This design comes from an exercise in tuning for small area, a short achievable clock period and few clock cycles per item on the open sky130 flow, not from production work.
Function was checked by simulation only, so behaviour that the tests miss may differ from the original.

**design.v**
```verilog
module chard_lane (
    input  wire        clk,
    input  wire        rst,
    input  wire        cmd_valid,
    output wire        cmd_ready,
    input  wire        cmd_slot,       
    input  wire [63:0] cmd_seed,
    input  wire [63:0] cmd_index,      
    input  wire [15:0] cmd_epoch,      
    input  wire [9:0]  cmd_stream,     
    input  wire [15:0] cmd_op,         
    input  wire [63:0] cmd_pos,        
    input  wire [15:0] cmd_count,      
    output wire        out_valid,
    input  wire        out_ready,
    output wire [31:0] out_word,
    output wire [63:0] out_hash,       
    output wire        out_last,       
    output wire        out_wrap,       
    output wire        tbl_en,
    output wire [9:0]  tbl_addr_a,
    output wire [9:0]  tbl_addr_b,
    input  wire [31:0] tbl_data_a,
    input  wire [31:0] tbl_data_b
);
    localparam RPS = 1;                
    localparam NS  = 8 / RPS;          
    localparam J5  = 5 / RPS;          
    localparam [31:0] K6 = 32'h9E37_79B9;
    localparam [31:0] K7 = 32'h7F4A_7C15;
    wire adv = out_ready | ~out_valid;
    reg         pending;               
    reg         ready_r;               
    reg         g_busy;
    reg         g_slot;
    reg         g_first;
    reg  [63:0] g_pos;
    reg  [15:0] g_left;
    assign cmd_ready = ready_r;
    wire g_last  = (g_left == 16'd1);
    wire g_wrap  = g_slot & ~g_first & (g_pos[47:0] == 48'd0);
    wire [63:0] g_next_pos = g_slot ? {g_pos[63:48], g_pos[47:0] + 48'd1}
                                    : g_pos + 64'd1;
    wire take    = cmd_valid & ready_r;
    wire abort   = pending & ~cmd_valid;             
    wire vacc    = cmd_valid & ~pending & (~g_busy | (adv & g_last));
    wire        v  [0:NS+2];           
    wire        f  [0:NS+2];           
    wire        sp [0:NS+2];           
    wire        l  [0:NS+2];           
    wire        w  [0:NS+2];           
    assign v[0]  = g_busy;
    assign f[0]  = g_first;
    assign sp[0] = pending;
    assign l[0]  = g_last;
    assign w[0]  = g_wrap;
    wire keys_in = (J5 == 0) ? vacc : (adv & v[J5-1] & f[J5-1] & sp[J5-1]);
    always @(posedge clk) begin
        if (rst) begin
            pending <= 1'b0;
            ready_r <= 1'b0;
            g_busy  <= 1'b0;
        end else begin
            if (take | abort) begin
                pending <= 1'b0;
                ready_r <= 1'b0;
            end else begin
                if (vacc)
                    pending <= 1'b1;
                if (keys_in)
                    ready_r <= 1'b1;
            end
            if (abort)
                g_busy <= 1'b0;
            else if (vacc)
                g_busy <= 1'b1;
            else if (g_busy & adv & g_last)
                g_busy <= 1'b0;
        end
    end
    always @(posedge clk) begin
        if (vacc) begin
            g_slot  <= cmd_slot;
            g_first <= 1'b1;
            g_pos   <= cmd_pos;
            g_left  <= cmd_count;
        end else if (g_busy & adv) begin
            g_first <= 1'b0;
            g_pos   <= g_next_pos;
            g_left  <= g_left - 16'd1;
        end
    end
    reg  [31:0] kb0, kb1, kb2, kb3;
    reg  [25:0] kb4;                   
    reg  [15:0] kb5;                   
    reg         kb5s;                  
    wire [31:0] k4 = {kb4[25:10], 6'd0, kb4[9:0]};
    wire [31:0] k5 = {6'd0, kb5s, ~kb5s, 8'h00, kb5};
    function kload;
        input integer i;
        begin
            if (i / RPS == 0) kload = vacc;
            else kload = adv & v[i/RPS-1] & f[i/RPS-1] & sp[i/RPS-1];
        end
    endfunction
    always @(posedge clk) begin
        if (kload(0)) kb0 <= cmd_seed[31:0];
        if (kload(1)) kb1 <= cmd_seed[63:32];
        if (kload(2)) kb2 <= cmd_slot ? 32'd0 : cmd_index[31:0];
        if (kload(3)) kb3 <= cmd_slot ? 32'd0 : cmd_index[63:32];
        if (kload(4)) kb4 <= cmd_slot ? 26'd0 : {cmd_epoch, cmd_stream};
        if (kload(5)) begin
            kb5  <= cmd_slot ? 16'd0 : cmd_op;
            kb5s <= cmd_slot;
        end
    end
    function [31:0] key_of;
        input integer i;
        begin
            case (i)
                0: key_of = kb0;
                1: key_of = kb1;
                2: key_of = kb2;
                3: key_of = kb3;
                4: key_of = k4;
                5: key_of = k5;
                6: key_of = K6;
                default: key_of = K7;
            endcase
        end
    endfunction
    function [63:0] round;
        input [31:0] a, b, k;
        reg   [31:0] s;
        begin
            s     = {a[7:0], a[31:8]} + b;
            round = {s ^ k, s ^ ({b[28:0], b[31:29]} ^ k)};
        end
    endfunction
    wire [31:0] sa [0:NS];             
    wire [31:0] sb [0:NS];
    assign sa[0] = g_pos[63:32];
    assign sb[0] = g_pos[31:0];
    genvar gs, gr;
    generate
        for (gs = 1; gs <= NS; gs = gs + 1) begin : st
            reg  [31:0] ra, rb;
            reg         rv, rf, rsp, rl, rw;
            wire [63:0] h [0:RPS];
            assign h[0] = {sa[gs-1], sb[gs-1]};
            for (gr = 0; gr < RPS; gr = gr + 1) begin : rn
                assign h[gr+1] = round(h[gr][63:32], h[gr][31:0],
                                       key_of((gs - 1) * RPS + gr));
            end
            always @(posedge clk) begin
                if (rst)
                    rv <= 1'b0;
                else if (adv)          
                    rv <= v[gs-1] & ~(abort & sp[gs-1]);
                else if (abort & rsp)
                    rv <= 1'b0;
                if (take)
                    rsp <= 1'b0;
                else if (adv)
                    rsp <= sp[gs-1];
            end
            always @(posedge clk)
                if (adv) begin
                    ra <= h[RPS][63:32];
                    rb <= h[RPS][31:0];
                    rf <= f[gs-1];
                    rl <= l[gs-1];
                    rw <= w[gs-1];
                end
            assign sa[gs] = ra;
            assign sb[gs] = rb;
            assign v[gs]  = rv;
            assign f[gs]  = rf;
            assign sp[gs] = rsp;
            assign l[gs]  = rl;
            assign w[gs]  = rw;
        end
    endgenerate
    reg  [31:0] t_a, t_b;
    reg  [31:0] o_word;
    reg  [63:0] o_hash;
    reg         t_v, t_l, t_w, o_v, o_l, o_w;
    assign tbl_en     = adv & v[NS];
    assign tbl_addr_a = sb[NS][9:0];
    assign tbl_addr_b = sb[NS][19:10];
    wire [63:0] tb_dbl = {tbl_data_b, tbl_data_b} << t_b[24:20];
    always @(posedge clk) begin
        if (rst) begin
            t_v <= 1'b0;
            o_v <= 1'b0;
        end else if (adv) begin
            t_v <= v[NS];
            o_v <= t_v;
        end
    end
    always @(posedge clk)
        if (adv) begin
            t_a    <= sa[NS];
            t_b    <= sb[NS];
            t_l    <= l[NS];
            t_w    <= w[NS];
            o_word <= tbl_data_a ^ tb_dbl[63:32] ^ t_a;
            o_hash <= {t_a, t_b};
            o_l    <= t_l;
            o_w    <= t_w;
        end
    assign out_valid = o_v;
    assign out_word  = o_word;
    assign out_hash  = o_hash;
    assign out_last  = o_l;
    assign out_wrap  = o_w;
endmodule
```
**flow/run.sh**
```bash
#!/bin/bash
# The standard layout (standard.sh), with two synthesis changes that touch
# only the combinational mapping (registers are mapped exactly as in the
# standard synthesis, before either step):
#  - abc maps with a delay target (flow/abc_speed.script) in place of the
#    stock speed script;
#  - no full/half-adder extraction (ADDER_MAP_FILE empty), so abc sees the
#    adders as plain logic.
# Everything else is ORFS's own scripts, unchanged.
set -euo pipefail
here=$(pwd)
rm -rf "$here/scripts"
cp -r "$FLOW_HOME/scripts" "$here/scripts"
cp "$here/flow/abc_speed.script" "$here/scripts/abc_speed.script"
export SCRIPTS_DIR="$here/scripts"
export ADDER_MAP_FILE=
export BUFFER_PORTS_ARGS="-buffer_cell sky130_fd_sc_hd__buf_1"
bash "$here/standard.sh" > "$here/standard.log" 2>&1
```
**flow/abc_speed.script**
```
strash
dch -f
map -D 1400
buffer -c
topo
stime -c
upsize -c
dnsize -c
```
**standard.sh**
```bash
#!/bin/bash
# synth_recipe.tcl (not shown) runs the flow's synth.tcl, then flattens the netlist and writes it again
# the make line also repeats each setting of config.mk as NAME=value (left out here)
make -C /OpenROAD-flow-scripts/flow DESIGN_CONFIG=/design/flow/config.mk WORK_HOME=/design/flow/orfs CLKGATE_MAP_FILE= SYNTH_SCRIPT=/design/flow/synth_recipe.tcl "${@:-finish}"
```
**config.mk**
```make
export PLATFORM = sky130hd
export DESIGN_NAME = chard_lane
export DESIGN_NICKNAME = chard_lane
export VERILOG_FILES = /design/flow/design.v
export SDC_FILE = /design/flow/constraint.sdc
export NUM_CORES = 4
export LEC_CHECK = 0
export CAP_MARGIN = 30
export CORE_MARGIN = 2
export CORE_UTILIZATION = 40
export SETUP_SLACK_MARGIN = 2.3
export SLEW_MARGIN = 30
```
**constraint.sdc**
```tcl
create_clock -name core_clock -period 5.0 [get_ports {clk}]
set_input_delay 1.0000 -clock core_clock [delete_from_list [all_inputs] [get_ports {clk}]]
set_output_delay 1.0000 -clock core_clock [all_outputs]
set_load 0.01 [all_outputs]
```
==> results of run 1 <==
-- layer usage --
layer / vias up / track usage / share of wire / wire length, um
met1: 20960 / 0.3484 / 0.46 / 81570
met3: 267 / 0.03349 / 0.057 / 10190
li1: 21200 / - / - / -
met5: - / 0 / 0 / 0
met4: 0 / 0.06873 / 0.031 / 5600
met2: 1362 / 0.3932 / 0.45 / 80760
-- state kept, by name (all words and copies together), names as in the netlist, 32 cells and up --
signal	flops
o_hash	64
kb1	32
st.ra	256
t_b	32
st.rb	256
kb2	32
g_pos	64
kb3	32
t_a	32
o_word	32
kb0	32
-- synthesized netlist by cell type, drive strengths merged (5+ instances only) --
cell     instances  area (sq um)
nand2         1046          3946
nor2           997          3811
edfxtp         948         28470
xor2           651          5702
inv            623          2338
o21ai          361          1818
a21oi          279          1404
xnor2          209          1831
nand3          125         645.6
a31oi           80         500.5
nor3            80         441.7
nand4           68         437.9
nor4            60         442.9
clkbuf          57         235.2
and2            55         344.1
buf             47         304.0
o31ai           23         197.7
a211oi          22         165.2
dfxtp           22         440.4
o21bai          22         165.2
a21o            17         127.6
o21a            16         120.1
a31o            14         122.6
a21boi          13         97.59
o211ai          13         97.59
o2111ai          8         70.07
a41oi            7         68.82
o311ai           7         116.4
a221oi           6         52.55
or2              6         37.53
nand3b           5         37.54
xnor3            5         112.6
-- metrics by stage --
stage          hold WS (ns)  setup slack [ns]  area, sq um  std cells
2_1_floorplan        0.4003            0.7998        55180       5932
4_1_cts              0.3532             2.120        63340       8325
5_1_grt              0.3852             2.221        65580       8442
3_5_place_dp         0.4045             1.284        58780       8084
6_report             0.4138             2.308        65580       8443
3_3_place_gp         0.4006             1.351        58740       8082
-- what timing repair did --
| action | in CTS | in global routing |
|---|---|---|
| gates cloned | 4 | 2 |
| pin swaps | 10 | 39 |
| setup buffers | 36 | 111 |
| setup endpoints to repair | 227 | 344 |
| hold buffers | 0 | 0 |
| gates resized for setup | 96 | 357 |
-- logic make-up (layout without fill, tap and decap cells) --
family | count (synthesis) | count (layout) | synth area share
and+or+nand+nor | 2448 | 2448 | 0.1849
DFF | 970 | 970 | 0.5246
AOI/OAI and AO/OA | 913 | 913 | 0.09784
xor gates and xnor gates | 867 | 867 | 0.1396
buffers and inverters | 731 | 1446 | 0.05252
adders and majority gates | 3 | 3 | 0.0005449
other | 0 | 2 | 0
-- worst max-delay path, cell delays in order, from the launching register on --
cell      delay [ns]
edfxtp_1        0.45
nand2_1         0.11
inv_1           0.07
a21oi_1         0.30
nand3_1         0.11
a21boi_2        0.19
a21oi_1         0.42
nor3_2          0.12
nor4_4          0.32
xnor3_1         0.32
-- how the worst min path moves through the flow --
stage,endpoint,cells past startpoint
2_1_floorplan,o_hash[0],0
3_3_place_gp,o_hash[2],0
3_5_place_dp,o_hash[14],0
4_1_cts,kb1[24],1
5_1_grt,kb0[23],1
6_report,o_hash[8],0
-- area by class of cell --
class / instances / area [sq um]
fillers: 13052 / 71570
flip-flops and latches: 970 / 28910
multi-input cells: 4231 / 25030
repair buffers: 612 / 3092
clock buffers: 128 / 2820
inverters: 627 / 2411
well taps: 1794 / 2245
clock inverters: 73 / 996.0
repair inverters: 6 / 70.07
diodes: 2 / 5.005
==> metrics.cfg, run 1 <==
[synthesis]
synth_edf_count = 948
synthCells = 5932
synth_cell_types = 79
syn-num-nets = 6251
syn_area_sq_um = 55110
yosys_register_bits = 970
yosysWarnings = 1
seq_area_frac_synth = 0.5246
synthArstFlopShare = 0
ys.flop_type = edfxtp_1
avgSynthCellArea_sq_um = 9.290

[critical_path]
cp-end-kind = flop
worstReg2RegStart = st[4].rb[4]
crit_end = st[5].rb[26]
r2r_end = st[5].rb[26]
crit_arrival_ns = 3.13
crit_path_start = st[4].rb[4]
rrSetupSlack_ns = 2.31
crit_required_ns = 5.44
cp-start-kind = flop
worstPathMaxFanout = 3
crit_type = flop to flop
reg2reg_depth = 9

[sta]
rsz0062_at_grt = yes
setup_viol = 0
fmax_ghz = 0.3715
slew-limit-headroom = 0.2875
skew_ns = 0.03196
slew_violations = 0
report.final.hold_viol_count = 0
tns_ns = 0
fin_crit_sh = 0.5383
min_period_ns = 2.692
worst_pin_slew_ns = 1.059

[outcome]
outcome = no timing/DRC/antenna violations

[clock_tree]
clock_path_buffers = 3
clk_pin_slew_ns = 0.07
htreeDepth = 3
clock_sinks = 970
root_buffer = clkbuf_16
worst_skew_pair.late_latency_ns = 0.73
cts_tree = built
cts_buffers = 108

[floorplanning]
dieWidth_um = 375.2
die-area_sq_um = 140800
rows = 136
io_pins = 440
start_util = 0.4018
die_y_um = 375.2
core_sq_um = 137200

[finish]
post-route-util = 0.4782
drive_gt1_frac = 0.1176
layout_commonest_cell = nand2_1
layout_common_cells = nand2_1 (1,027), edfxtp_1 (948), nor2_1 (820)
nNetsFinal = 6875
syn2layout_area_growth_pct = 19.01

[route]
wl_per_cell_um = 21.10
antenna_left = 0
num_vias = 43789
via_per_inst = 5.186
wirelength_um = 178100
firstDrtPassIters = 8
drt-initial-drc-count = 3606
drc = 0

[flow_run]
drv_cap = 0

[global_route]
grt_overflow = 0
grt_pass1_vias = 40575
grt.total_usage = 0.2455
grt_pass1_wl_um = 257700
grt_max_degree = 191
antenna_found_initial = 3

[placed_design]
dp_hpwl_um = 143100
gp_congestion = 0.9804
io_buffers = 439

[worst_hold_path]
min-delay-start = t_b[8]
hold_class = flop to flop

Testbench counts, summed over its fixed seeds: cycles 24,293, items 23,934.
==> run 2, diff against run 1 <==
==> flow/abc_speed.script (replaced) <==
strash
dch -f
map -D 1600
buffer -c
topo
stime -c
upsize -c
dnsize -c
==> run 2 against run 1 <==
Cell area rose by 1.2%. Synthesized cell count fell by 1.8%. Critical path depth fell by 3. Utilization rose by 1.3 points. Via count fell by 0.29%. Final cell count fell by 0.34%. Sequential share of layout area fell by 0.50 points. Critical endpoint is now st[1].rw. Largest cell class unchanged.
==> metrics.cfg, run 2 <==
[outcome]
outcome = no timing/DRC/antenna violations

[floorplanning]
core_sq_um = 135000
start_util = 0.4020
dieWidth_um = 372.3
io_pins = 440
die_y_um = 372.3
rows = 135
die-area_sq_um = 138600

[synthesis]
synth_most_common_cell = nor2_1
ys.flop_type = edfxtp_1
yosysWarnings = 1
synth_top_area_share = 0.5247
synth_commonest_cells = nor2_1 (1,034), edfxtp_1 (948), nand2_1 (909)
synth-simple-area-share = 0.1787
synth_xor_area_frac = 0.1408
synth_compound_gate_area_share = 0.09342
synthCells = 5825
avgSynthCellArea_sq_um = 9.314
synthMuxAreaShare = 0
seq_area_frac_synth = 0.5328
synth_top_family_by_area = simple AND/OR/NAND/NOR gates
yosys.area.top_type = edfxtp_1
yosys-top-cells-area = edfxtp_1 (52%), xor2_1 (11%), nor2_1 (7.2%)
syn_area_sq_um = 54250
synthArstFlopShare = 0
synth_edf_count = 948
synth_cell_types = 56
yosys_register_bits = 970
syn-num-nets = 6144
synthAdderAreaFrac = 0.0005535

[finish]
syn2layout_area_growth_pct = 22.27
nNetsFinal = 6864
layout_commonest_cell = edfxtp_1
top_regs = st.ra (256), st.rb (256)
final_cells = 8414
layout_common_cells = edfxtp_1 (948), nand2_1 (871), nor2_1 (782)
design_area_sq_um = 66340
post-route-util = 0.4915
drive_gt1_frac = 0.1591
nFillCells = 12755

[sta]
slew_violations = 0
worst_slack_ns = 2.181
skew_ns = 0.02751
rsz0062_at_grt = yes
min_period_ns = 2.819
setup_viol = 0
slew-limit-headroom = 0.3407
worst_pin_slew_ns = 0.9856
report.final.hold_viol_count = 0
holdWs_ns = 0.4137
fin_crit_sh = 0.5639
fmax_ghz = 0.3547
tns_ns = 0

[clock_tree]
htreeDepth = 3
cts_buffers = 106
clock_sinks = 970
cts_tree = built
hold_buffers = 0
worst_skew_pair.late_latency_ns = 0.73
root_buffer = clkbuf_16
clock_path_buffers = 3
clk_pin_slew_ns = 0.06

[route]
antenna_left = 0
drc = 0
drt-initial-drc-count = 4152
wl_met1_um = 84710
wirelength_um = 184400
via_per_inst = 5.189
firstDrtPassIters = 6
num_vias = 43660
top_layer = met5
wl_per_cell_um = 21.92
met2_length_um = 84860
dr_wl_met3_um = 10270

[critical_path]
worstReg2RegStart = g_pos[0]
cp-end-kind = flop
r2r_end = st[1].rw
crit_arrival_ns = 3.32
crit_type = flop to flop
worstPathMaxFanout = 5
crit_end = st[1].rw
cp-start-kind = flop
reg2reg_depth = 6
crit_required_ns = 5.50
rrSetupSlack_ns = 2.18
crit_path_start = g_pos[0]

[placed_design]
place_area_sq_um = 58020
io_buffers = 439
preCtsSetupSlack_ns = 1.496
gp_congestion = 0.9630
placed_cells = 7974
dp_hpwl_um = 147400

[global_route]
grt_overflow = 0
grt_max_degree = 175
grt.total_usage = 0.2572
antenna_found_initial = 3
grt_pass1_vias = 40118
grt_pass1_wl_um = 261400

[flow_run]
drv_cap = 0

[worst_hold_path]
hold_class = flop to flop

run 2: what timing repair did:
| action | in CTS | in global routing |
|---|---|---|
| gates resized for setup | 241 | 561 |
| setup endpoints to repair | 317 | 332 |
| gates cloned | 4 | 1 |
| pin swaps | 29 | 87 |
| setup buffers | 84 | 153 |
run 2: cell families (layout without fill, tap and decap cells):
kind of cell	count (synthesis)	count (layout)
simple gates	2344	2344
flops	970	970
compound gates	879	879
xor+xnor	872	872
buf+inv	757	1563
fa+ha+maj	3	3
other cells	0	2
run 2: worst min-delay path by stage:
| stage | cells after the start | to | slack [ns] | from |
|---|---|---|---|---|
| global route | 0 | t_a[28] | 0.42 | st[8].ra[28] |
| CTS | 1 | kb0[29] | 0.39 | cmd_seed[29] |
| finish | 0 | t_b[29] | 0.41 | st[8].rb[29] |
| floorplan | 0 | o_hash[0] | 0.40 | t_b[0] |
| global placement | 0 | o_hash[14] | 0.40 | t_b[14] |
| detailed placement | 0 | o_hash[2] | 0.40 | t_b[2] |
run 2: final cells by class:
| cell class | count | area [sq um] | share of cell area |
|---|---|---|---|
| Timing Repair inverter | 5 | 63.81 | 0.0009619 |
| Sequential cell | 970 | 28910 | 0.4358 |
| Clock inverter | 75 | 778.2 | 0.01173 |
| Timing Repair Buffer | 699 | 3770 | 0.05683 |
| Inverter | 665 | 2541 | 0.03831 |
| Multi-Input combinational cell | 4098 | 25300 | 0.3814 |
| Tap cell | 1781 | 2228 | 0.03359 |
| Clock buffer | 119 | 2744 | 0.04136 |
| Antenna cell | 2 | 5.005 | 0.00007544 |
run 2: metal layers:
| layer | GRT usage | up-vias |
|---|---|---|
| met3 | 0.02834 | 243 |
| met2 | 0.4124 | 1432 |
| li1 | - | 20977 |
| met1 | 0.3708 | 21006 |
| met5 | 0 | - |
| met4 | 0.06542 | 2 |
run 2: critical path: stages (launching register included):
cell	delay, ns
edfxtp_1	0.43
buf_4	0.17
buf_4	0.15
or2_2	0.32
nor4_1	0.79
nand4_1	0.37
nor3_1	0.38
==> run 3, diff against run 2 <==
==> flow/abc_speed.script (replaced) <==
strash
dch -f
map -D 1400
buffer -c
topo
stime -c
upsize -c
dnsize -c
--- a/config.mk
+++ b/config.mk
@@ -7,6 +7,6 @@
 export LEC_CHECK = 0
 export CAP_MARGIN = 30
 export CORE_MARGIN = 2
-export CORE_UTILIZATION = 40
+export CORE_UTILIZATION = 60
 export SETUP_SLACK_MARGIN = 2.3
 export SLEW_MARGIN = 30
==> run 3 against run 2 <==
Critical endpoint is now st[6].rb[22]. Synthesized cell count rose by 1.8%. Die area decreased by 32%. Global-route usage grew 10 points. Synthesized area increased by 1.6%. Fmax increased by 3.3%. Final cell count shrank 7.2%. Via count increased by 4.4%. Setup slack improved by 0.091 ns. Routed wire length fell by 4.2%. Non-clock buffer count shrank 103.
==> metrics.cfg, run 3 <==
[placed_design]
gp_congestion = 1.021
dp_hpwl_um = 135900
place_area_sq_um = 57970
preCtsSetupSlack_ns = 1.360
io_buffers = 439

[synthesis]
yosysWarnings = 1
synth_commonest_cells = nand2_1 (1,042), nor2_1 (981), edfxtp_1 (948)
yosys.area.top_type = edfxtp_1
ys.flop_type = edfxtp_1
synthCells = 5932
syn-num-nets = 6251
syn_area_sq_um = 55110
synth_top_area_share = 0.5166
synthArstFlopShare = 0
avgSynthCellArea_sq_um = 9.290
synth_cell_types = 79
seq_area_frac_synth = 0.5246
synth_most_common_cell = nand2_1
synth_edf_count = 948
yosys-top-cells-area = edfxtp_1 (52%), xor2_1 (10%), nand2_1 (7.1%)
yosys_register_bits = 970

[critical_path]
rrSetupSlack_ns = 2.27
cp-start-kind = flop
worstPathMaxFanout = 4
crit_arrival_ns = 3.22
crit_required_ns = 5.49
cp-end-kind = flop
crit_type = flop to flop

[global_route]
grt_overflow = 0
grt_pass1_wl_um = 252400
grt_max_degree = 160
antenna_found_initial = 9
grt_pass1_vias = 41224
grt.total_usage = 0.3606

[sta]
slew_violations = 0
fin_crit_sh = 0.5457
fmax_ghz = 0.3665
skew_ns = 0.04753
worst_pin_slew_ns = 0.9446
slew-limit-headroom = 0.3664
report.final.hold_viol_count = 0
rsz0062_at_grt = yes
holdWs_ns = 0.4107
min_period_ns = 2.729
setup_viol = 0
worst_slack_ns = 2.271
tns_ns = 0

[floorplanning]
rows = 111
core_sq_um = 91390
die-area_sq_um = 94290
io_pins = 440
die_y_um = 307.1
start_util = 0.6030
dieWidth_um = 307.1

[finish]
nNetsFinal = 6850
syn2layout_area_growth_pct = 16.60
design_area_sq_um = 64250
layout_common_cells = nand2_1 (1,034), edfxtp_1 (948), nor2_1 (837)
drive_gt1_frac = 0.1119
layout_commonest_cell = nand2_1
top_regs = st.ra (256), st.rb (256)
nFillCells = 6953

[outcome]
outcome = no timing/DRC/antenna violations

[route]
via_per_inst = 5.838
antenna_left = 0
drc = 0
wirelength_um = 176700
num_vias = 45566
drt-initial-drc-count = 5794
wl_per_cell_um = 22.63
firstDrtPassIters = 6

[flow_run]
drv_cap = 0

[clock_tree]
clock_sinks = 970
worst_skew_pair.late_latency_ns = 0.71
cts_tree = built
root_buffer = clkbuf_16
clock_path_buffers = 3
clk_pin_slew_ns = 0.06
hold_buffers = 0
cts_buffers = 99
htreeDepth = 3

[worst_hold_path]
hold_class = flop to flop

## run 3: cell count changes in the layout (fill, tap and decap cells not counted), sizes merged, moves of 33 or more
cell / before / now
nor2: 1040 / 998
xor2: 686 / 651
inv: 670 / 626
a21oi: 216 / 279
nand2: 913 / 1046
buf: 697 / 595
nand3: 92 / 125
## run 3: cell families (layout without fill, tap and decap cells)
family | count (synthesis) | count (layout) | synth area share
and+or+nand+nor | 2448 | 2449 | 0.1849
DFF | 970 | 970 | 0.5246
AOI/OAI and AO/OA | 913 | 913 | 0.09784
xor gates and xnor gates | 867 | 867 | 0.1396
buffers and inverters | 731 | 1414 | 0.05252
adders and majority gates | 3 | 3 | 0.0005449
other | 0 | 3 | 0
## run 3: path summary, 6_finish.rpt
check,endpoint,startpoint,cells past startpoint
max,st[6].rb[22],st[5].rb[11],11
min,st[7].rl,st[6].rl,0
max reg2reg,st[6].rb[22],st[5].rb[11],11
min reg2reg,st[7].rl,st[6].rl,0
## run 3: critical path: stages (launching register included)
cell and delay, ns:
edfxtp_1 0.51, nor2_1 0.08, inv_1 0.07, nand2_1 0.14, nor2_2 0.27, nand2_1 0.14, o21ai_1 0.27, a41oi_4 0.10
o21ai_0 0.31, xor2_1 0.22, buf_4 0.18, xor2_1 0.22
## run 3: stage by stage
step	cells	utilization
global route	7803	0.7031
detailed placement	7473	0.6344
CTS	7707	0.6795
finish	7805	0.7031
floorplan	5932	-
global placement	7473	0.6342
## run 3: layout make-up
class	count	area [sq um]	share of cell area
flip-flops and latches	970	28910	0.4499
multi-input cells	4232	25060	0.3901
repair buffers	596	3005	0.04677
clock buffers	125	2655	0.04132
inverters	627	2411	0.03752
well taps	1186	1484	0.02309
clock inverters	61	661.9	0.01030
repair inverters	5	56.30	0.0008763
diodes	3	7.507	0.0001168
## run 3: what timing repair did
item                                    in CTS  in global routing
resized for setup                           87                338
buffers inserted                            44                 91
pin swaps                                   10                 36
gates cloned                                 4                  2
endpoints found under the setup margin     221                324
## run 3: layer usage
layer	track usage	vias to the layer above	wire length, um
li1	-	21084	-
met1	0.5109	21688	72360
met2	0.5626	2359	79680
met3	0.06085	427	16790
met4	0.1305	8	7762
met5	0	-	57
==> run 4, diff against run 3 <==
--- a/config.mk
+++ b/config.mk
@@ -7,6 +7,6 @@
 export LEC_CHECK = 0
 export CAP_MARGIN = 30
 export CORE_MARGIN = 2
-export CORE_UTILIZATION = 60
-export SETUP_SLACK_MARGIN = 2.3
+export CORE_UTILIZATION = 40
+export SETUP_SLACK_MARGIN = 2.1
 export SLEW_MARGIN = 30
==> run 4 against run 3 <==
Synthesized cell count unchanged. Setup slack got worse by 0.14 ns. Sequential cell count unchanged. Highest routed layer unchanged.
==> metrics.cfg, run 4 <==
[global_route]
grt_pass1_vias = 40394
grt_overflow = 0
antenna_found_initial = 5
grt_max_degree = 198
grt.total_usage = 0.2480
grt_pass1_wl_um = 258900

[floorplanning]
core_sq_um = 137200
io_pins = 440
dieWidth_um = 375.2
die_y_um = 375.2
rows = 136
die-area_sq_um = 140800
start_util = 0.4018

[sta]
rsz0062_at_grt = yes
slew-limit-headroom = 0.3011
slew_violations = 0
min_period_ns = 2.870
fin_crit_sh = 0.5740
fmax_ghz = 0.3484
worst_pin_slew_ns = 1.039
worst_slack_ns = 2.130
skew_ns = 0.04679
holdWs_ns = 0.4124
tns_ns = 0
report.final.hold_viol_count = 0
setup_viol = 0

[clock_tree]
hold_buffers = 0
clock_path_buffers = 3
cts_buffers = 108
worst_skew_pair.late_latency_ns = 0.74
clk_pin_slew_ns = 0.06
cts_tree = built
clock_sinks = 970
root_buffer = clkbuf_16
htreeDepth = 3

[critical_path]
cp-end-kind = output pin
crit_path_start = out_ready
worstPathMaxFanout = 15
reg2reg_depth = 10
r2r_end = st[3].rb[31]
crit_arrival_ns = 1.87
worstReg2RegStart = st[2].rb[17]
cp-start-kind = input pin
crit_required_ns = 4.00
crit_type = input pin to output pin
rrSetupSlack_ns = 2.17

[finish]
nNetsFinal = 6781
syn2layout_area_growth_pct = 15.34
design_area_sq_um = 63560
post-route-util = 0.4634
drive_gt1_frac = 0.07065
layout_commonest_cell = nand2_1
diodes = 0
top_regs = st.ra (256), st.rb (256)
layout_common_cells = nand2_1 (1,040), edfxtp_1 (948), nor2_1 (939)
nFillCells = 13237
final_cells = 8347

[route]
firstDrtPassIters = 8
drt-initial-drc-count = 3949
num_vias = 43434
drc = 0
wl_per_cell_um = 21.52
antenna_left = 0
via_per_inst = 5.204
wirelength_um = 179600

[synthesis]
synth_edf_count = 948
yosys.area.top_type = edfxtp_1
synthArstFlopShare = 0
seq_area_frac_synth = 0.5246
synth_top_area_share = 0.5166
yosys-top-cells-area = edfxtp_1 (52%), xor2_1 (10%), nand2_1 (7.1%)
synthCells = 5932
synth_commonest_cells = nand2_1 (1,042), nor2_1 (981), edfxtp_1 (948)
ys.flop_type = edfxtp_1
avgSynthCellArea_sq_um = 9.290
yosys_register_bits = 970
syn-num-nets = 6251
synth_most_common_cell = nand2_1
yosysWarnings = 1
synth_cell_types = 79
syn_area_sq_um = 55110

[outcome]
outcome = no timing/DRC/antenna violations

[placed_design]
gp_congestion = 0.9669
placed_cells = 8085
place_area_sq_um = 58790
preCtsSetupSlack_ns = 1.178
dp_hpwl_um = 144500
io_buffers = 439

[worst_hold_path]
min-delay-start = st[5].rw
hold_end = st[6].rw
min_delay_path_depth = 0
hold_class = flop to flop

[flow_run]
drv_cap = 0

run 4: final cells by class:
cell class / instances / area (sq um) / area share
Clock inverter: 68 / 735.7 / 0.01158
Multi-Input combinational cell: 4231 / 23920 / 0.3763
Sequential cell: 970 / 28910 / 0.4549
Timing Repair Buffer: 520 / 2379 / 0.03742
Timing Repair inverter: 4 / 51.30 / 0.0008071
Inverter: 627 / 2395 / 0.03768
Clock buffer: 133 / 2927 / 0.04605
Tap cell: 1794 / 2245 / 0.03532
run 4: logic make-up (layout without fill, tap and decap cells):
| group | Yosys count | count (layout) | share of synthesized area |
|---|---|---|---|
| AO/OA/AOI/OAI | 913 | 913 | 0.09784 |
| XOR/XNOR | 867 | 867 | 0.1396 |
| adder cells (fa/ha/maj) | 3 | 3 | 0.0005449 |
| AND/OR/NAND/NOR | 2448 | 2448 | 0.1849 |
| buffers and inverters | 731 | 1352 | 0.05252 |
| flip-flops | 970 | 970 | 0.5246 |
run 4: worst max-delay path by stage:
stage                        end  slack [ns]  depth (start not counted)
floorplan                 kb3[0]        0.80                          5
CTS                       tbl_en        1.95                          7
global placement    st[3].rb[25]        1.22                          5
global route           g_pos[51]        2.03                         13
finish                    tbl_en        2.13                          7
detailed placement  st[3].rb[27]        1.18                          5
run 4: metal layers:
layer	vias up	track usage	wire, um
li1	21007	-	-
met2	1408	0.4049	82850
met1	20813	0.3498	82270
met5	-	0	12
met4	2	0.05327	3822
met3	204	0.03674	10670
run 4: worst max-delay path: stages:
cell and delay, ns:
buf_2 0.19, nor2_4 0.07, buf_12 0.14, clkinv_16 0.08, nand2_2 0.07, inv_2 0.14, buf_1 0.17
run 4: what timing repair did:
action	in CTS	in global routing
buffers inserted	10	45
setup endpoints to repair	128	155
resized for setup	20	111
gates cloned	2	2
pin swaps	1	10
endpoints found under the hold margin	0	0
==> run 5, diff against run 4 <==
--- a/config.mk
+++ b/config.mk
@@ -8,5 +8,5 @@
 export CAP_MARGIN = 30
 export CORE_MARGIN = 2
 export CORE_UTILIZATION = 40
-export SETUP_SLACK_MARGIN = 2.1
+export SETUP_SLACK_MARGIN = 2.45
 export SLEW_MARGIN = 30
==> run 5 against run 4 <==
Non-clock buffer count grew 240. Die area is the same. Setup slack gained 0.21 ns. Via count grew 4.0%. Global-route usage grew 0.46 points. Critical path type is now flop to flop. Highest routed layer is now met4.
==> metrics.cfg, run 5 <==
[critical_path]
path_delay_family = compound AO/OA/AOI/OAI gates
path_depth = 10
worstPathMaxFanout = 3
slowest_stage = edfxtp_1
worstPathCellList = nand2_2, inv_1, nor3_4, a21oi_2, o311ai_4, a41oi_2, o31ai_2, xor2_2, buf_4, xor2_1
rrSetupSlack_ns = 2.34
worstReg2RegStart = st[1].rb[1]
crit_type = flop to flop
slowest_delay_ns = 0.51
crit_arrival_ns = 3.14
crit_required_ns = 5.49
cp-start-kind = flop
r2r_end = st[2].ra[31]
reg2reg_depth = 10
crit_buf_inv = 2
cp-end-kind = flop

[clock_tree]
htreeDepth = 3
worst_skew_pair.late_latency_ns = 0.75
clock_sinks = 970
cts_buffers = 108
hold_buffers = 0
clk_pin_slew_ns = 0.06
root_buffer = clkbuf_16
cts_tree = built
clock_path_buffers = 3

[worst_hold_path]
min_delay_path_depth = 0
min-delay-start = st[8].rb[23]
hold_end = t_b[23]
hold_class = flop to flop

[route]
antenna_left = 0
via_per_inst = 5.257
firstDrtPassIters = 6
wirelength_um = 186500
num_vias = 45176
wl_per_cell_um = 21.70
drt-initial-drc-count = 4130
drc = 0

[synthesis]
synthArstFlopShare = 0
ys.flop_type = edfxtp_1
synth_most_common_cell = nand2_1
yosys-top-cells-area = edfxtp_1 (52%), xor2_1 (10%), nand2_1 (7.1%)
syn_area_sq_um = 55110
yosys.area.top_type = edfxtp_1
synthCells = 5932
seq_area_frac_synth = 0.5246
synth_commonest_cells = nand2_1 (1,042), nor2_1 (981), edfxtp_1 (948)
avgSynthCellArea_sq_um = 9.290
yosys_register_bits = 970
syn-num-nets = 6251
synth_cell_types = 79
synth_edf_count = 948
yosysWarnings = 1
synth_top_area_share = 0.5166

[sta]
min_period_ns = 2.656
holdWs_ns = 0.4171
fin_crit_sh = 0.5312
rsz0062_at_grt = yes
tns_ns = 0
skew_ns = 0.03964
setup_viol = 0
worst_pin_slew_ns = 1.023
slew_violations = 0
report.final.hold_viol_count = 0
slew-limit-headroom = 0.3183
fmax_ghz = 0.3765

[placed_design]
placed_cells = 8084
dp_hpwl_um = 144300
io_buffers = 439
gp_congestion = 0.9817
place_area_sq_um = 58790

[finish]
nNetsFinal = 7025
final_cells = 8593
drive_gt1_frac = 0.1896
layout_common_cells = nand2_1 (986), edfxtp_1 (948), nor2_1 (698)
layout_commonest_cell = nand2_1
syn2layout_area_growth_pct = 24.56
top_regs = st.ra (256), st.rb (256)
design_area_sq_um = 68640

[outcome]
outcome = no timing/DRC/antenna violations

[floorplanning]
die-area_sq_um = 140800
start_util = 0.4018
die_y_um = 375.2
io_pins = 440
rows = 136
dieWidth_um = 375.2
core_sq_um = 137200

[global_route]
grt_pass1_vias = 41560
antenna_found_initial = 6
grt.total_usage = 0.2526
grt_pass1_wl_um = 264600
grt_max_degree = 160
grt_overflow = 0

[flow_run]
drv_cap = 0

==> run 5: cell types whose count changed in the layout (fill, tap and decap cells not counted), sizes merged <==
cell,previous run,this run
buf,520,759
clkbuf,133,127
clkinv,47,48
clkinvlp,14,18
diode,0,4
inv,627,631
==> run 5: per-layer routing <==
| metal | global-route usage | routed length [um] | vias to the layer above |
|---|---|---|---|
| li1 | - | - | 21482 |
| met1 | 0.3598 | 84260 | 21858 |
| met2 | 0.4035 | 85640 | 1558 |
| met3 | 0.03427 | 11140 | 278 |
| met4 | 0.06964 | 5470 | 0 |
| met5 | 0 | 0 | - |
==> run 5: repair_timing <==
| action | in CTS | in global routing |
|---|---|---|
| gates resized for setup | 302 | 711 |
| buffers inserted | 129 | 169 |
| gates cloned | 6 | 2 |
| pin swaps | 35 | 125 |
| endpoints found under the hold margin | 0 | 0 |
| setup endpoints to repair | 384 | 438 |
==> run 5: how the worst max path moves through the flow <==
| stage | startpoint | endpoint | slack (ns) |
|---|---|---|---|
| 6_report | st[1].rb[1] | st[2].ra[31] | 2.34 |
| 5_1_grt | st[2].rb[3] | st[3].ra[30] | 2.27 |
| 4_1_cts | o_v | tbl_en | 2.33 |
| 3_5_place_dp | out_ready | g_pos[29] | 1.35 |
| 3_3_place_gp | out_ready | g_pos[50] | 1.48 |
| 2_1_floorplan | out_ready | kb3[0] | 0.80 |
==> run 5: cell families after synthesis <==
kind of cell | share of synthesized area
buffers and inverters | 0.05252
xor gates and xnor gates | 0.1396
DFF | 0.5246
and+or+nand+nor | 0.1849
AOI/OAI and AO/OA | 0.09784
adders and majority gates | 0.0005449
==> run 5: cell type report <==
cell class	count	area, sq um
fillers	12823	68510
flip-flops and latches	970	28910
multi-input cells	4231	27150
repair buffers	760	4250
clock buffers	126	2780
inverters	627	2434
well taps	1794	2245
clock inverters	73	778.2
repair inverters	8	90.09
diodes	4	10.01
==> run 5: stage by stage <==
stage / setup WS, ns / util
finish: 2.344 / 0.5005
global route: 2.269 / 0.5005
CTS: 2.333 / 0.4711
detailed placement: 1.353 / 0.4287
global placement: 1.481 / 0.4282
floorplan: 0.7998 / -
==> run 6, diff against run 5 <==
--- a/config.mk
+++ b/config.mk
@@ -5,8 +5,7 @@
 export SDC_FILE = /design/flow/constraint.sdc
 export NUM_CORES = 4
 export LEC_CHECK = 0
-export CAP_MARGIN = 30
+export CAP_MARGIN = 20
 export CORE_MARGIN = 2
 export CORE_UTILIZATION = 40
-export SETUP_SLACK_MARGIN = 2.45
-export SLEW_MARGIN = 30
+export SLEW_MARGIN = 20
==> run 6 against run 5 <==
Highest routed layer is now met5. Die area did not move. Synthesized cell count did not move.
==> metrics.cfg, run 6 <==
[synthesis]
yosys.area.top_type = edfxtp_1
synthCells = 5932
synth_top_area_share = 0.5166
synth_edf_count = 948
syn_area_sq_um = 55110
yosys_register_bits = 970
synth_commonest_cells = nand2_1 (1,042), nor2_1 (981), edfxtp_1 (948)
syn-num-nets = 6251
synthArstFlopShare = 0
synth_cell_types = 79
avgSynthCellArea_sq_um = 9.290
yosysWarnings = 1
seq_area_frac_synth = 0.5246
ys.flop_type = edfxtp_1
synth_most_common_cell = nand2_1
yosys-top-cells-area = edfxtp_1 (52%), xor2_1 (10%), nand2_1 (7.1%)

[worst_hold_path]
hold_end = t_b[22]
min_delay_path_depth = 0
hold_class = flop to flop
min-delay-start = st[8].rb[22]

[sta]
tns_ns = 0
worst_pin_slew_ns = 1.077
slew_violations = 0
min_period_ns = 3.488
report.final.hold_viol_count = 0
fmax_ghz = 0.2867
setup_viol = 0
fin_crit_sh = 0.6977
skew_ns = 0.04415
rsz0062_at_grt = no
slew-limit-headroom = 0.2821

[route]
drt-initial-drc-count = 3830
wl_per_cell_um = 21.57
drc = 0
wirelength_um = 178900
via_per_inst = 5.181
firstDrtPassIters = 6
num_vias = 42969
antenna_left = 0

[global_route]
antenna_found_initial = 7
grt_pass1_vias = 40401
grt_pass1_wl_um = 260000
grt.total_usage = 0.2489
grt_max_degree = 183
grt_overflow = 0

[critical_path]
crit_type = input pin to output pin
r2r_end = g_pos[58]
rrSetupSlack_ns = 1.70
crit_arrival_ns = 2.49
crit_path_frequent_cell = buf_1
slowest_delay_ns = 0.30
worstReg2RegStart = g_pos[21]
worstPathMaxFanout = 53
cp-end-kind = output pin
slowest_stage = inv_8
worstPathCellList = buf_1, nor2_2, buf_4, inv_8, nand2_1, inv_1, buf_1
reg2reg_depth = 9
crit_required_ns = 4.00
cp-start-kind = input pin

[floorplanning]
io_pins = 440
die_y_um = 375.2
dieWidth_um = 375.2
core_sq_um = 137200
die-area_sq_um = 140800
rows = 136
start_util = 0.4018

[clock_tree]
post_cts_buffers = 0
root_buffer = clkbuf_16
hold_buffers = 0
cts_resized = 0
htreeDepth = 3
cts_buffers = 109
clk_pin_slew_ns = 0.06
clock_path_buffers = 3
cts_tree = built
worst_skew_pair.late_latency_ns = 0.75
clock_sinks = 970

[outcome]
outcome = no timing/DRC/antenna violations

[finish]
top_regs = st.ra (256), st.rb (256)
regArea_sq_um = 28910
multi_input_area_sq_um = 23330
final_cells = 8293
layout_commonest_cell = nand2_1
layout_common_cells = nand2_1 (1,041), nor2_1 (978), edfxtp_1 (948)
nNetsFinal = 6722
nFillCells = 13380
syn2layout_area_growth_pct = 13.62
drive_gt1_frac = 0.04664

[placed_design]
placed_cells = 8085
gp_congestion = 0.9878
dp_hpwl_um = 145900
io_buffers = 439

[flow_run]
drv_cap = 0

[run 6: cell counts after synthesis]
No cell type changed its count.
[run 6: metal layers]
| layer | vias up | wire, um | track usage | share of wire |
|---|---|---|---|---|
| li1 | 20909 | - | - | - |
| met1 | 20527 | 82410 | 0.3541 | 0.46 |
| met2 | 1321 | 82220 | 0.4029 | 0.46 |
| met3 | 210 | 10350 | 0.03504 | 0.058 |
| met4 | 2 | 3892 | 0.05660 | 0.022 |
| met5 | - | 13 | 0 | 0.000073 |
[run 6: cells by family after synthesis]
| group | synth area share |
|---|---|
| AND/OR/NAND/NOR | 0.1849 |
| XOR/XNOR | 0.1396 |
| adder cells (fa/ha/maj) | 0.0005449 |
| buffers and inverters | 0.05252 |
| AO/OA/AOI/OAI | 0.09784 |
| flip-flops | 0.5246 |
[run 6: final cells by class]
| class | instances | share of cell area |
|---|---|---|
| flip-flops and latches | 970 | 0.4617 |
| multi-input cells | 4231 | 0.3726 |
| clock buffers | 133 | 0.04720 |
| inverters | 627 | 0.03777 |
| well taps | 1794 | 0.03585 |
| repair buffers | 464 | 0.03049 |
| clock inverters | 72 | 0.01431 |
| diodes | 2 | 0.00007993 |
[run 6: metrics by stage]
step / utilization / hold WS (ns) / setup slack (ns) / area (sq um)
after global routing: 0.4565 / 0.3887 / 1.433 / 62610
after floorplan: - / 0.4003 / 0.05978 / 55130
final: 0.4565 / 0.4082 / 1.512 / 62610
after global placement: 0.4282 / 0.4005 / 1.514 / 58730
after CTS: 0.4563 / 0.3657 / 1.482 / 62580
after detailed placement: 0.4282 / 0.4045 / 1.483 / 58730
[run 6: how the worst max path moves through the flow]
stage | slack, ns | startpoint | endpoint
after floorplan | 0.06 | out_ready | kb2[0]
after global placement | 1.51 | out_ready | g_pos[63]
after detailed placement | 1.48 | out_ready | g_pos[59]
after CTS | 1.48 | out_ready | tbl_en
after global routing | 1.43 | out_ready | tbl_en
final | 1.51 | out_ready | tbl_en
[run 6: worst max-delay path, delay by kind of cell]
kind / cells / cell delay (ns)
buf+inv: 5 / 1.14
simple gates: 2 / 0.31
==> run 7, diff against run 6 <==
--- a/flow/run.sh
+++ b/flow/run.sh
@@ -14,5 +14,4 @@
 cp "$here/flow/abc_speed.script" "$here/scripts/abc_speed.script"
 export SCRIPTS_DIR="$here/scripts"
 export ADDER_MAP_FILE=
-export BUFFER_PORTS_ARGS="-buffer_cell sky130_fd_sc_hd__buf_1"
 bash "$here/standard.sh" > "$here/standard.log" 2>&1
--- a/config.mk
+++ b/config.mk
@@ -8,4 +8,5 @@
 export CAP_MARGIN = 20
 export CORE_MARGIN = 2
 export CORE_UTILIZATION = 40
+export SETUP_SLACK_MARGIN = 2.6
 export SLEW_MARGIN = 20
==> run 7 against run 6 <==
First-iteration DRC count rose by 9.3%. Critical path depth stayed put. Register-to-register slack gained 0.72 ns. Synthesized area stayed put. Largest cell class is now multi-input gates.
==> metrics.cfg, run 7 <==
[placed_design]
preCtsSetupSlack_ns = 1.006
gp_congestion = 0.9746
dp_hpwl_um = 147200
io_buffers = 439

[synthesis]
seq_area_frac_synth = 0.5246
synth_commonest_cells = nand2_1 (1,042), nor2_1 (981), edfxtp_1 (948)
avgSynthCellArea_sq_um = 9.290
synth_most_common_cell = nand2_1
yosys.area.top_type = edfxtp_1
synthArstFlopShare = 0
synth_top_area_share = 0.5166
yosys-top-cells-area = edfxtp_1 (52%), xor2_1 (10%), nand2_1 (7.1%)
synth_edf_count = 948
yosysWarnings = 1
synthCells = 5932
ys.flop_type = edfxtp_1
yosys_register_bits = 970
synth_cell_types = 79
syn_area_sq_um = 55110
syn-num-nets = 6251

[outcome]
outcome = no timing/DRC/antenna violations

[critical_path]
crit_required_ns = 4.00
crit_path_start = out_ready
crit_type = input pin to output pin
crit_arrival_ns = 1.64
crit_path_frequent_cell = buf_6
cp-start-kind = input pin
worstReg2RegStart = st[1].rb[3]
worstPathCellList = buf_6, nor2_4, buf_12, clkinv_16, nand2_8, inv_6, buf_6
slowest_delay_ns = 0.13
cp-end-kind = output pin
worstPathMaxFanout = 2
slowest_stage = buf_12

[sta]
rsz0062_at_grt = yes
skew_ns = 0.04158
min_period_ns = 2.641
fin_crit_sh = 0.5282
slew-limit-headroom = 0.3337
tns_ns = 0
slew_violations = 0
report.final.hold_viol_count = 0
worst_slack_ns = 2.359
fmax_ghz = 0.3787
setup_viol = 0
worst_pin_slew_ns = 0.9995

[route]
drc = 0
via_per_inst = 5.291
wl_per_cell_um = 22.06
firstDrtPassIters = 6
drt-initial-drc-count = 4185
num_vias = 47295
wirelength_um = 197200
antenna_left = 0

[clock_tree]
clk_pin_slew_ns = 0.06
clock_path_buffers = 3
htreeDepth = 3
clock_sinks = 970
worst_skew_pair.late_latency_ns = 0.75
hold_buffers = 0
cts_buffers = 110
cts_tree = built
root_buffer = clkbuf_16

[floorplanning]
die_y_um = 375.2
core_sq_um = 137200
io_pins = 440
start_util = 0.4018
die-area_sq_um = 140800
dieWidth_um = 375.2
rows = 136

[finish]
layout_common_cells = edfxtp_1 (948), nand2_1 (812), buf_4 (589)
nNetsFinal = 7367
nFillCells = 11751
top_regs = st.ra (256), st.rb (256)
layout_commonest_cell = edfxtp_1
drive_gt1_frac = 0.3429
syn2layout_area_growth_pct = 42.79
post-route-util = 0.5737

[global_route]
grt_max_degree = 185
grt_pass1_vias = 43671
grt_pass1_wl_um = 277300
grt_overflow = 0
grt.total_usage = 0.2642
antenna_found_initial = 4

[worst_hold_path]
hold_class = flop to flop
min-delay-start = st[8].rb[22]

[flow_run]
drv_cap = 0

[run 7: cell counts after synthesis]
No cell type changed its count.
[run 7: worst paths after layout]
check                 endpoint  depth (start not counted)  slack (ns)
setup / recovery        tbl_en                          7        2.36
hold / removal         t_b[22]                          0        0.41
hold reg to reg        t_b[22]                          0        0.41
setup reg to reg  st[2].ra[31]                         11        2.42
[run 7: final cells by class]
cell class	instances	area, sq um	area share
Sequential cell	970	28910	0.3674
Timing Repair inverter	6	71.32	0.0009063
Timing Repair Buffer	1102	9575	0.1217
Tap cell	1794	2245	0.02853
Antenna cell	3	7.507	0.00009540
Clock buffer	127	2858	0.03632
Clock inverter	79	959.7	0.01220
Inverter	627	2455	0.03120
Multi-Input combinational cell	4231	31610	0.4016
[run 7: cell families after synthesis]
| family | after synthesis | synth area share |
|---|---|---|
| AOI/OAI and AO/OA | 913 | 0.09784 |
| xor gates and xnor gates | 867 | 0.1396 |
| DFF | 970 | 0.5246 |
| adders and majority gates | 3 | 0.0005449 |
| and+or+nand+nor | 2448 | 0.1849 |
| buffers and inverters | 731 | 0.05252 |
[run 7: routing by layer]
| metal | track usage | wire, um | vias to the layer above |
|---|---|---|---|
| met5 | 0 | 18 | - |
| met4 | 0.07320 | 6252 | 2 |
| met3 | 0.03609 | 11900 | 337 |
| met2 | 0.4273 | 92140 | 1610 |
| met1 | 0.3719 | 86890 | 23152 |
| li1 | - | - | 22194 |
[run 7: worst max-delay path, delay by kind of cell]
kind          cells  cell delay [ns]
simple gates      2             0.18
buf+inv           5             0.44
[run 7: repair_timing]
item,CTS,global route
endpoints found under the setup margin,1100,461
gates resized for setup,1263,1347
pin swaps,135,437
gates cloned,8,3
buffers inserted,295,346
[run 7: through the flow]
stage / instances / cell area (sq um) / hold slack, ns
floorplan: 5932 / 55200 / 0.4003
global placement: 8078 / 61490 / 0.4007
detailed placement: 8078 / 61500 / 0.4045
CTS: 8587 / 71000 / 0.4075
global route: 8938 / 78690 / 0.4110
finish: 8939 / 78690 / 0.4132
==> run 8, diff against run 7 <==
==> run.sh (new file) <==
#!/bin/bash
# synth_recipe.tcl (not shown) runs the flow's synth.tcl, then flattens the netlist and writes it again
# the make line also repeats each setting of config.mk as NAME=value (left out here)
make -C /OpenROAD-flow-scripts/flow DESIGN_CONFIG=/design/flow/config.mk WORK_HOME=/design/flow/orfs CLKGATE_MAP_FILE= SYNTH_SCRIPT=/design/flow/synth_recipe.tcl finish
--- a/config.mk
+++ b/config.mk
@@ -8,5 +8,4 @@
 export CAP_MARGIN = 20
 export CORE_MARGIN = 2
 export CORE_UTILIZATION = 40
-export SETUP_SLACK_MARGIN = 2.6
 export SLEW_MARGIN = 20
removed: flow/run.sh
removed: flow/abc_speed.script
removed: standard.sh
==> run 8 against run 7 <==
Final cell count down 30%. Fmax fell by 29%. Utilization down 9.3 points. Worst hold slack about the same. Clock-buffer cell count fell by 5. First-iteration DRC count is 40% lower. Sequential share of layout area is 10 points higher. Critical endpoint is now st[1].rb[30]. Highest routed layer is now met4.
==> metrics.cfg, run 8 <==
[outcome]
outcome = no timing/DRC/antenna violations

[finish]
syn2layout_area_growth_pct = 19.01
layout_common_cells = edfxtp_1 (948), clkdlybuf4s50_1 (438), xor2_1 (416)
nNetsFinal = 5095
post-route-util = 0.4809
nFillCells = 11284
layout_commonest_cell = edfxtp_1
multi_input_area_sq_um = 21820
drive_gt1_frac = 0.06690
top_regs = st.ra (256), st.rb (256)
regArea_sq_um = 28910

[route]
firstDrtPassIters = 5
via_per_inst = 5.298
antenna_left = 0
wl_per_cell_um = 23.18
num_vias = 33221
drt-initial-drc-count = 2507
drc = 0
wirelength_um = 145300

[sta]
min_period_ns = 3.706
fmax_ghz = 0.2698
rsz0062_at_grt = no
slew-limit-headroom = 0.2841
skew_ns = 0.02383
worst_pin_slew_ns = 1.064
fin_crit_sh = 0.7413
slew_violations = 0
report.final.hold_viol_count = 0
tns_ns = 0
setup_viol = 0

[clock_tree]
cts_resized = 0
htreeDepth = 3
clock_path_buffers = 3
clock_sinks = 970
hold_buffers = 0
cts_tree = built
worst_skew_pair.late_latency_ns = 0.72
root_buffer = clkbuf_16
clk_pin_slew_ns = 0.06
post_cts_buffers = 0
cts_buffers = 106

[synthesis]
synth_edf_count = 948
synthArstFlopShare = 0
avgSynthCellArea_sq_um = 12.66
synth_most_common_cell = edfxtp_1
yosys.area.top_type = edfxtp_1
yosysWarnings = 1
syn-num-nets = 4661
syn_area_sq_um = 51660
synth_cell_types = 100
synth_top_area_share = 0.5511
synthCells = 4082
yosys-top-cells-area = edfxtp_1 (55%), xor2_1 (7.1%), xnor2_1 (6.6%)
yosys_register_bits = 970
seq_area_frac_synth = 0.5596
synth_commonest_cells = edfxtp_1 (948), xor2_1 (416), xnor2_1 (388)
ys.flop_type = edfxtp_1

[global_route]
antenna_found_initial = 5
grt_overflow = 0
grt_pass1_wl_um = 212000
grt_max_degree = 172
grt_pass1_vias = 33004
grt.total_usage = 0.2164

[critical_path]
cp-start-kind = flop
worstPathMaxFanout = 5
crit_type = flop to flop
worstReg2RegStart = g_pos[40]
rrSetupSlack_ns = 1.29
r2r_end = st[1].rb[30]
crit_arrival_ns = 4.16
crit_required_ns = 5.46
reg2reg_depth = 12
cp-end-kind = flop

[worst_hold_path]
min-delay-start = st[3].rl
hold_class = flop to flop
hold_end = st[4].rl
min_delay_path_depth = 0

[flow_run]
drv_cap = 0

[floorplanning]
core_sq_um = 127800
die-area_sq_um = 132000
io_pins = 440
start_util = 0.4041
die_y_um = 363.4
rows = 131
dieWidth_um = 363.4

[placed_design]
io_buffers = 439
dp_hpwl_um = 115000
gp_congestion = 0.9403

-- run 8: changes by cell type in the layout (fill, tap and decap cells not counted), sizes merged, moves of 141 or more --
cell and delta:
nor2 -860, nand2 -734, buf -700, inv -549, ha +252, xor2 -235, xnor2 +179, a21o +141
-- run 8: worst max path at each step --
stage	from	to	slack (ns)	cells past startpoint
2_1_floorplan	out_ready	o_hash[0]	0.41	3
3_3_place_gp	out_ready	st[7].rb[0]	1.28	5
3_5_place_dp	out_ready	st[8].rb[3]	1.26	5
4_1_cts	g_pos[40]	st[1].rb[30]	1.33	12
5_1_grt	g_pos[40]	st[1].rb[30]	1.02	12
6_report	g_pos[40]	st[1].rb[30]	1.29	12
-- run 8: cell families (layout without fill, tap and decap cells) --
logic type,Yosys count,count (layout),share of synthesized area
AO/OA/AOI/OAI,847,847,0.1053
flip-flops,970,970,0.5596
multiplexers,97,97,0.02693
AND/OR/NAND/NOR,886,886,0.08497
XOR/XNOR,813,813,0.1403
buffers and inverters,209,731,0.01880
other,0,4,0
adder cells (fa/ha/maj),260,260,0.06414
-- run 8: per-layer routing --
| metal | GRT usage | wire length [um] |
|---|---|---|
| met4 | 0.07721 | 5335 |
| met3 | 0.03195 | 7169 |
| met1 | 0.2759 | 61700 |
| met2 | 0.3738 | 71120 |
| met5 | 0 | 0 |
-- run 8: stage by stage --
| step | std cells | setup slack, ns | hold WS (ns) | area (sq um) |
|---|---|---|---|---|
| floorplan | 4082 | 0.4074 | 0.4003 | 51680 |
| global placement | 6069 | 1.278 | 0.4005 | 57710 |
| detailed placement | 6069 | 1.264 | 0.4045 | 57710 |
| CTS | 6265 | 1.333 | 0.4139 | 61450 |
| global route | 6268 | 1.020 | 0.4177 | 61470 |
| finish | 6270 | 1.294 | 0.4135 | 61480 |
-- run 8: layout make-up --
class	instances	area share
clock buffer	122	0.04514
multi-input combinational	2903	0.3550
tap	1662	0.03383
clock inverter	74	0.01565
sequential	970	0.4702
inverter	73	0.004620
timing repair buffer	462	0.07539
antenna	4	0.0001628
-- run 8: worst max-delay path, cell delays in order (launching register included) --
cell	delay, ns
edfxtp_1	0.48
ha_1	0.24
inv_1	0.06
fa_1	0.40
nor2b_1	0.18
o211ai_1	0.12
a21boi_0	0.38
o2111ai_1	0.31
a311oi_2	0.44
or2_2	0.22
a31oi_1	0.10
xnor2_1	0.39
xor2_1	0.11
==> run 9, diff against run 8 <==
--- a/config.mk
+++ b/config.mk
@@ -8,4 +8,5 @@
 export CAP_MARGIN = 20
 export CORE_MARGIN = 2
 export CORE_UTILIZATION = 40
+export SETUP_SLACK_MARGIN = 2.6
 export SLEW_MARGIN = 20
==> run 9 against run 8 <==
Via count grew 12%. Synthesized area did not move. Critical endpoint is now st[1].ra[28]. Setup slack improved by 0.56 ns. Still clean. Non-clock buffer count up 594. Global-route usage is 2.2 points higher. Clock skew grew 0.012 ns. Register-to-register slack improved by 0.56 ns. Sequential share of layout area fell by 7.6 points. Fmax increased by 18%.
==> metrics.cfg, run 9 <==
[outcome]
outcome = no timing/DRC/antenna violations

[global_route]
antenna_found_initial = 8
grt_overflow = 0
grt_pass1_wl_um = 233500
grt_max_degree = 192
grt.total_usage = 0.2385
grt_pass1_vias = 36679

[finish]
layout_common_cells = edfxtp_1 (948), buf_4 (427), xor2_1 (386)
layout_commonest_cell = edfxtp_1
drive_gt1_frac = 0.3400
top_regs = st.ra (256), st.rb (256)
nFillCells = 10115
final_cells = 6881
nNetsFinal = 5707
design_area_sq_um = 73270
syn2layout_area_growth_pct = 41.84

[route]
antenna_left = 0
drt-initial-drc-count = 2936
drc = 0
via_per_inst = 5.393
wirelength_um = 164200
firstDrtPassIters = 7
wl_per_cell_um = 23.86
num_vias = 37109

[clock_tree]
cts_tree = built
clock_path_buffers = 3
htreeDepth = 3
hold_buffers = 0
worst_skew_pair.late_latency_ns = 0.74
clk_pin_slew_ns = 0.06
cts_buffers = 106
clock_sinks = 970
root_buffer = clkbuf_16

[synthesis]
synth_most_common_cell = edfxtp_1
synth_compound_gate_area_share = 0.1053
synth_cell_types = 100
yosysWarnings = 1
synth_top_family_by_area = XOR/XNOR gates
synth_edf_count = 948
synthCells = 4082
syn_area_sq_um = 51660
yosys.area.top_type = edfxtp_1
synth-simple-area-share = 0.08497
synth_commonest_cells = edfxtp_1 (948), xor2_1 (416), xnor2_1 (388)
yosys_register_bits = 970
synthAdderAreaFrac = 0.06414
seq_area_frac_synth = 0.5596
synthArstFlopShare = 0
synth_top_area_share = 0.5511
yosys-top-cells-area = edfxtp_1 (55%), xor2_1 (7.1%), xnor2_1 (6.6%)
ys.flop_type = edfxtp_1
synthMuxAreaShare = 0.02693
avgSynthCellArea_sq_um = 12.66
syn-num-nets = 4661
synth_xor_area_frac = 0.1403

[critical_path]
worstPathMaxFanout = 7
rrSetupSlack_ns = 1.86
crit_required_ns = 5.46
worstReg2RegStart = g_pos[55]
cp-end-kind = flop
crit_type = flop to flop
crit_arrival_ns = 3.60
cp-start-kind = flop
crit_path_start = g_pos[55]

[sta]
worst_pin_slew_ns = 1.016
slew_violations = 0
skew_ns = 0.03614
rsz0062_at_grt = yes
tns_ns = 0
slew-limit-headroom = 0.3227
setup_viol = 0
report.final.hold_viol_count = 0
fmax_ghz = 0.3182
fin_crit_sh = 0.6286
min_period_ns = 3.143
holdWs_ns = 0.4111

[floorplanning]
start_util = 0.4041
die-area_sq_um = 132000
die_y_um = 363.4
core_sq_um = 127800
rows = 131
io_pins = 440
dieWidth_um = 363.4

[placed_design]
gp_congestion = 0.9049
io_buffers = 439
place_area_sq_um = 57910
placed_cells = 6071
dp_hpwl_um = 114900

[worst_hold_path]
hold_class = flop to flop
min-delay-start = st[8].rb[31]

[flow_run]
drv_cap = 0

==> run 9: what timing repair did <==
item,CTS,global route
gates cloned,33,0
pin swaps,411,319
resized for setup,1240,500
endpoints found under the setup margin,714,608
setup buffers,389,189
==> run 9: cells by family after synthesis <==
logic type / after synthesis
AOI/OAI and AO/OA: 847
and+or+nand+nor: 886
muxes: 97
adders and majority gates: 260
xor gates and xnor gates: 813
DFF: 970
buffers and inverters: 209
==> run 9: per-layer routing <==
layer / part of all wire / global-route usage / up-vias
li1: - / - / 17136
met1: 0.41 / 0.3039 / 18248
met2: 0.49 / 0.4085 / 1367
met3: 0.056 / 0.03455 / 356
met4: 0.045 / 0.09438 / 2
met5: 0.000073 / 0 / -
==> run 9: final timing paths <==
kind | depth (start not counted) | to
max | 10 | st[1].ra[28]
min reg2reg | 0 | t_b[31]
min | 0 | t_b[31]
max reg2reg | 10 | st[1].ra[28]
==> run 9: final cells by class <==
type                            instances  area (sq um)  share of cell area
Clock buffer                          127          2771             0.03782
Clock inverter                         71         788.3             0.01076
Inverter                               73         330.3            0.004508
Timing Repair inverter                 16         296.5            0.004047
Timing Repair Buffer                 1056          9956              0.1359
Antenna cell                            1         2.502          0.00003415
Multi-Input combinational cell       2905         28140              0.3840
Sequential cell                       970         28910              0.3946
Tap cell                             1662          2079             0.02838
==> run 9: worst max-delay path, cell delays in order, from the launching register on <==
cell	delay (ns)
edfxtp_1	0.49
ha_2	0.38
a21o_1	0.18
a21o_1	0.16
a21oi_2	0.20
a2bb2oi_4	0.30
a311oi_4	0.17
a221o_1	0.42
a31o_2	0.28
a21oi_4	0.19
xnor2_2	0.09
==> run 9: per-stage QoR <==
step	util	setup slack (ns)
2_1_floorplan	-	0.4944
4_1_cts	0.5427	1.933
3_5_place_dp	0.4530	1.020
5_1_grt	0.5731	1.796
6_report	0.5731	1.857
3_3_place_gp	0.4530	1.144

[re-timing with driven ports]
Ports are ideal in the flow. The routed layouts listed here were re-timed in OpenROAD.
Step 1 (the two cells are an assumption about what drives the block):
set clk [get_ports {clk}]
set_driving_cell -lib_cell sky130_fd_sc_hd__clkbuf_16 $clk
set_driving_cell -lib_cell sky130_fd_sc_hd__buf_2 [delete_from_list [all_inputs] $clk]
Step 2, shift: input delay + t, output delay - t, t = (earliest + latest rising clock arrival at the registers) / 2. This alone moves slack from input paths to output paths.
a / b / c = no drivers / after step 1 / after step 2; a / b = the first two.
run	t (ns)	slack for setup (ns)	worst hold slack (ns)
run 1	0.803	2.308 / 2.280 / 1.604	0.414 / 0.370 / 0.414
run 2	0.791	2.181 / 2.181 / 1.886	0.414 / 0.384 / 0.414
run 3	0.768	2.271 / 2.271 / 1.585	0.411 / 0.391 / 0.411
run 4	0.799	2.130 / 2.104 / 1.555	0.412 / 0.373 / 0.412
run 5	0.807	2.344 / 2.312 / 1.728	0.417 / 0.373 / 0.417
run 6	0.805	1.512 / 1.490 / 1.480	0.408 / 0.373 / 0.408
run 7	0.814	2.359 / 2.313 / 1.855	0.413 / 0.413 / 0.413
run 8	0.780	1.294 / 1.294 / 1.294	0.414 / 0.414 / 0.414
run 9	0.794	1.857 / 1.857 / 1.819	0.411 / 0.411 / 0.411
After both steps every run listed still meets setup and hold. For run 1, which loses most, drivers alone change the setup slack by -0.028 ns; drivers and shift together by -0.704 ns.
